Background: an optimization exercise with open tools, aiming at small area and a short achievable clock period. Do not read the settings as production practice. Function was checked by simulation only, so behaviour that the tests miss may differ from the original. Power and IR drop assume default switching activity.

== v36 ==
==> flow/design.v (excerpt) <==
module tile_fma (
    input  wire        clk,
    input  wire        rst,
    input  wire        in_valid,
    input  wire [31:0] in_a,
    input  wire [31:0] in_b,
    input  wire [31:0] in_c,
    output reg         out_valid,
    output reg  [31:0] out_r
);
Size in the first run: ~3,800 cells after synthesis, ~130 I/O pins.
clock: 21.0 ns
lec_check: 0
cap_margin: 20
core_margin: 2
core_utilization: 60
cts_cluster_diameter: 130
cts_cluster_size: 26
slew_margin: 20
standard.sh (not shown) runs the stock make flow with config.mk's settings and CLKGATE_MAP_FILE= SYNTH_SCRIPT=/design/flow/synth_recipe.tcl, a recipe that flattens the netlist after the stock synthesis.
==> flow/flow/run.sh <==
#!/bin/bash
# Layout flow: the standard ORFS flow (standard.sh) with these changes
# to how the layout is made (the constraints and clock period are the standard flow's):
#  - after the standard synthesis, flow/fapol.py re-chooses the polarity of
#    each full adder (a full adder is self-dual) and of gates that have a
#    complementary twin, to drop most of the inverters that synthesis left
#    between the adders; registers and the logic function are unchanged;
#  - the resizer repairs setup towards a target tighter than the clock
#    period, so that it sizes and buffers the longest pipeline stages;
#  - the port buffers are buf_2 cells.
# Logs: synth.log and layout.log (standard.sh), fapol.log (the netlist
# pass); ORFS keeps each step's log under orfs/logs/.
set -euo pipefail
TARGET_NS=5.2
export SETUP_SLACK_MARGIN=$(awk -v p="$FLOW_PERIOD_NS" -v t="$TARGET_NS" 'BEGIN { printf "%.3f", p - t }')
export BUFFER_PORTS_ARGS="-buffer_cell sky130_fd_sc_hd__buf_2"
echo "SETUP_SLACK_MARGIN=$SETUP_SLACK_MARGIN BUFFER_PORTS_ARGS=$BUFFER_PORTS_ARGS" > flow_settings.log
bash standard.sh synth > synth.log 2>&1
RES=orfs/results/$FLOW_PLATFORM/tile_fma/base
LIB=$FLOW_HOME/platforms/$FLOW_PLATFORM/lib/sky130_fd_sc_hd__tt_025C_1v80.lib
cp $RES/1_2_yosys.v $RES/1_2_yosys.standard.v
python3 flow/fapol.py $LIB $RES/1_2_yosys.standard.v $RES/1_2_yosys.fapol.v > fapol.log 2>&1
cp $RES/1_2_yosys.fapol.v $RES/1_2_yosys.v
rm -f $RES/1_synth.odb $RES/1_synth.sdc
bash standard.sh > layout.log 2>&1
Other scripts of this flow, unchanged in this note and not shown: flow/flow/fapol.py
## Diff of input files: v9 against v36
Settings: a change of CTS_CLUSTER_DIAMETER from 130 to 120; a change of CTS_CLUSTER_SIZE from 26 to 22; a change of CORE_UTILIZATION from 60 to 70.
Findings:
- In the summary table, v9 is marked failed, with error GRT-0232 raised in global routing.
- TritonCTS buffer count of v9 exceeds that of v36 by more than 10%.
- Re number of levels the H-tree was split into: no difference whatsoever between v36 and v9.
- Looking at horizontal extent of the die, v9 sits 18 um below v36.
- Min number of cell rows across v9 and v36: v9
- Between v9 and v36, the difference in synthesized area per cell is negligible.
- Looking only at estimated wirelength of the detail-placed design, and setting everything else aside, the lower value of v9 and v36 goes to v36.
- From v36 to v9 the numbers moved as follows: post-synthesis instance area about even; overall die height has decreased; number of gates resized after CTS saw an increase.
Input changes introduced in v29 (baseline for comparison: v9):
Settings: a change of CTS_CLUSTER_SIZE from 22 to 30; a change of CTS_CLUSTER_DIAMETER from 120 to 150; a change of CORE_UTILIZATION from 70 to 60.
-- flow/flow/run.sh --
<<< v9, line 13
set -euo pipefail
TARGET_NS=5.2
export SETUP_SLACK_MARGIN=$(awk -v p="$FLOW_PERIOD_NS" -v t="$TARGET_NS" 'BEGIN { printf "%.3f", p - t }')
>>> v29, line 13
set -euo pipefail
TARGET_NS=5.3
export SETUP_SLACK_MARGIN=$(awk -v p="$FLOW_PERIOD_NS" -v t="$TARGET_NS" 'BEGIN { printf "%.3f", p - t }')
==> notes.md <==
- v29 completed; timing, DRC and antenna clean
- v9 -> v29: worst-case clock buffer depth delta 0, exact match
- v29 against v9; instance area after placement is up slightly.
- Measured against v29, the cell row count of v9 comes out at 0.933 times the reference value.
- Lower initial standard-cell utilization of the core among v9 and v29: v29
- Between v29 and v9, the synthesized cell count does not differ in any meaningful way.
- Number of buffers inserted by hold repair at cts: v9 vs v29 identical
- Relative to v9, post-CTS setup buffer count has gone down in v29.
- Compared with v9, v29 shows a lower detailed placer's ending HPWL.
- Going from v9 to v29, the width of the chip was found to have gone up by 7.9%.
Relative to v29, the following input files were edited for v34:
Settings: CTS_CLUSTER_DIAMETER removed (was 150); CTS_CLUSTER_SIZE removed (was 30).
Findings:
- Compared to v29, v34 shows a wider setup margin.
- v34: internal power component about 11% above v29
- Global-route wire length before repair in v34 is 2400 um above v29.
- Comparing v29 and v34, setup slack of the worst register-to-register path is lower on v29.
- [compare] base=v29 new=v34: number of global-route vias before repair went up by 470; post-route cell area went up by about 2.7%.
- Sort v29 and v34 by clock latency on the worst-skew pair, descending, and v34 comes first.
- Compared with v29, v34 shows fraction of standard cell area that is sequential lower by 0.57 points.
- Reported for v29 and v34, number of instances in the synthesized netlist turned out identical to the last digit.
- v29 has lower routed wire length than v34.
- Higher area share of buffers outside the clock network among v29 and v34: v29

* * *

Another version of the RTL of tile_fma (not shown whole).
Size in the first run: about 40000 um^2 of cells after synthesis.
==> flow/config.mk <==
export PLATFORM = sky130hd
export DESIGN_NAME = tile_fma
export DESIGN_NICKNAME = tile_fma
export VERILOG_FILES = /design/flow/design.v
export SDC_FILE = /design/flow/constraint.sdc
export NUM_CORES = 4
export LEC_CHECK = 0
export CAP_MARGIN = 20
export CORE_MARGIN = 2
export CORE_UTILIZATION = 40
export SLEW_MARGIN = 20
==> flow/constraint.sdc <==
create_clock -name core_clock -period 21.0 [get_ports {clk}]
set_input_delay 4.2000 -clock core_clock [delete_from_list [all_inputs] [get_ports {clk}]]
set_output_delay 4.2000 -clock core_clock [all_outputs]
set_load 0.01 [all_outputs]
==> flow/flow/run.sh <==
#!/bin/bash
# Layout flow: the standard ORFS flow (standard.sh, with its unchanged
# synthesis) with two changes to how the layout is made:
#  - the resizer repairs setup towards a tighter target than the clock
#    period, so that it sizes and buffers the longest pipeline stages;
#  - the port buffers are buf_4 cells rather than the default choice.
# The constraints and the clock period are the standard flow's own.
# standard.sh's output goes to layout.log; ORFS keeps each step's log
# under orfs/logs/.
set -euo pipefail
TARGET_NS=5.3
export SETUP_SLACK_MARGIN=$(awk -v p="$FLOW_PERIOD_NS" -v t="$TARGET_NS" 'BEGIN { printf "%.3f", p - t }')
export BUFFER_PORTS_ARGS="-buffer_cell sky130_fd_sc_hd__buf_4"
echo "SETUP_SLACK_MARGIN=$SETUP_SLACK_MARGIN BUFFER_PORTS_ARGS=$BUFFER_PORTS_ARGS" > flow_settings.log
bash standard.sh > layout.log 2>&1
Then changed:
--- a/flow/flow/run.sh
+++ b/flow/flow/run.sh
@@ -11 +11 @@
-TARGET_NS=5.3
+TARGET_NS=4.9
Result:
- The new run finished clean
- sequential power barely changes
- synthesized area is unchanged
- worst hold slack hardly moves
- wire length grows by 5.0%
- total power rises by 1.6%
- maximum frequency hardly moves
- register-to-register slack gets better by 0.15 ns

## static timing again, ports no longer ideal
In the flow no input, the clock included, has a driving cell. The finished layouts below were timed again as built, in two steps. Step 1 (the two cells are an assumption about what drives the block):
set clk [get_ports {clk}]
set_driving_cell -lib_cell sky130_fd_sc_hd__clkbuf_16 $clk
set_driving_cell -lib_cell sky130_fd_sc_hd__buf_2 [delete_from_list [all_inputs] $clk]
Step 2 moves the port delays by t, midway between the first and last clock arrival at a register: inputs arrive t later, outputs are due t later. That takes back most of the time a late clock gives input paths. Slacks: no drivers / after step 1 / after step 2; pairs: no drivers / after step 1.
run	shift t [ns]	setup slack, ns	worst hold slack (ns)
v36	0.655	15.760 / 15.694 / 15.216	0.328 / 0.328 / 0.328
v29	0.638	15.722 / 15.709 / 15.208	0.335 / 0.335 / 0.335
v34	0.661	15.734 / 15.666 / 15.179	0.322 / 0.322 / 0.322
the first run of note 2	0.718	15.718 / 15.645 / 15.239	0.322 / 0.322 / 0.322
the second run of note 2	0.692	15.731 / 15.660 / 15.374	0.323 / 0.323 / 0.323
After both steps every run listed still meets setup and hold. The setup slack of v34, which loses most, moves by -0.068 ns with the drivers and by -0.555 ns with both steps.
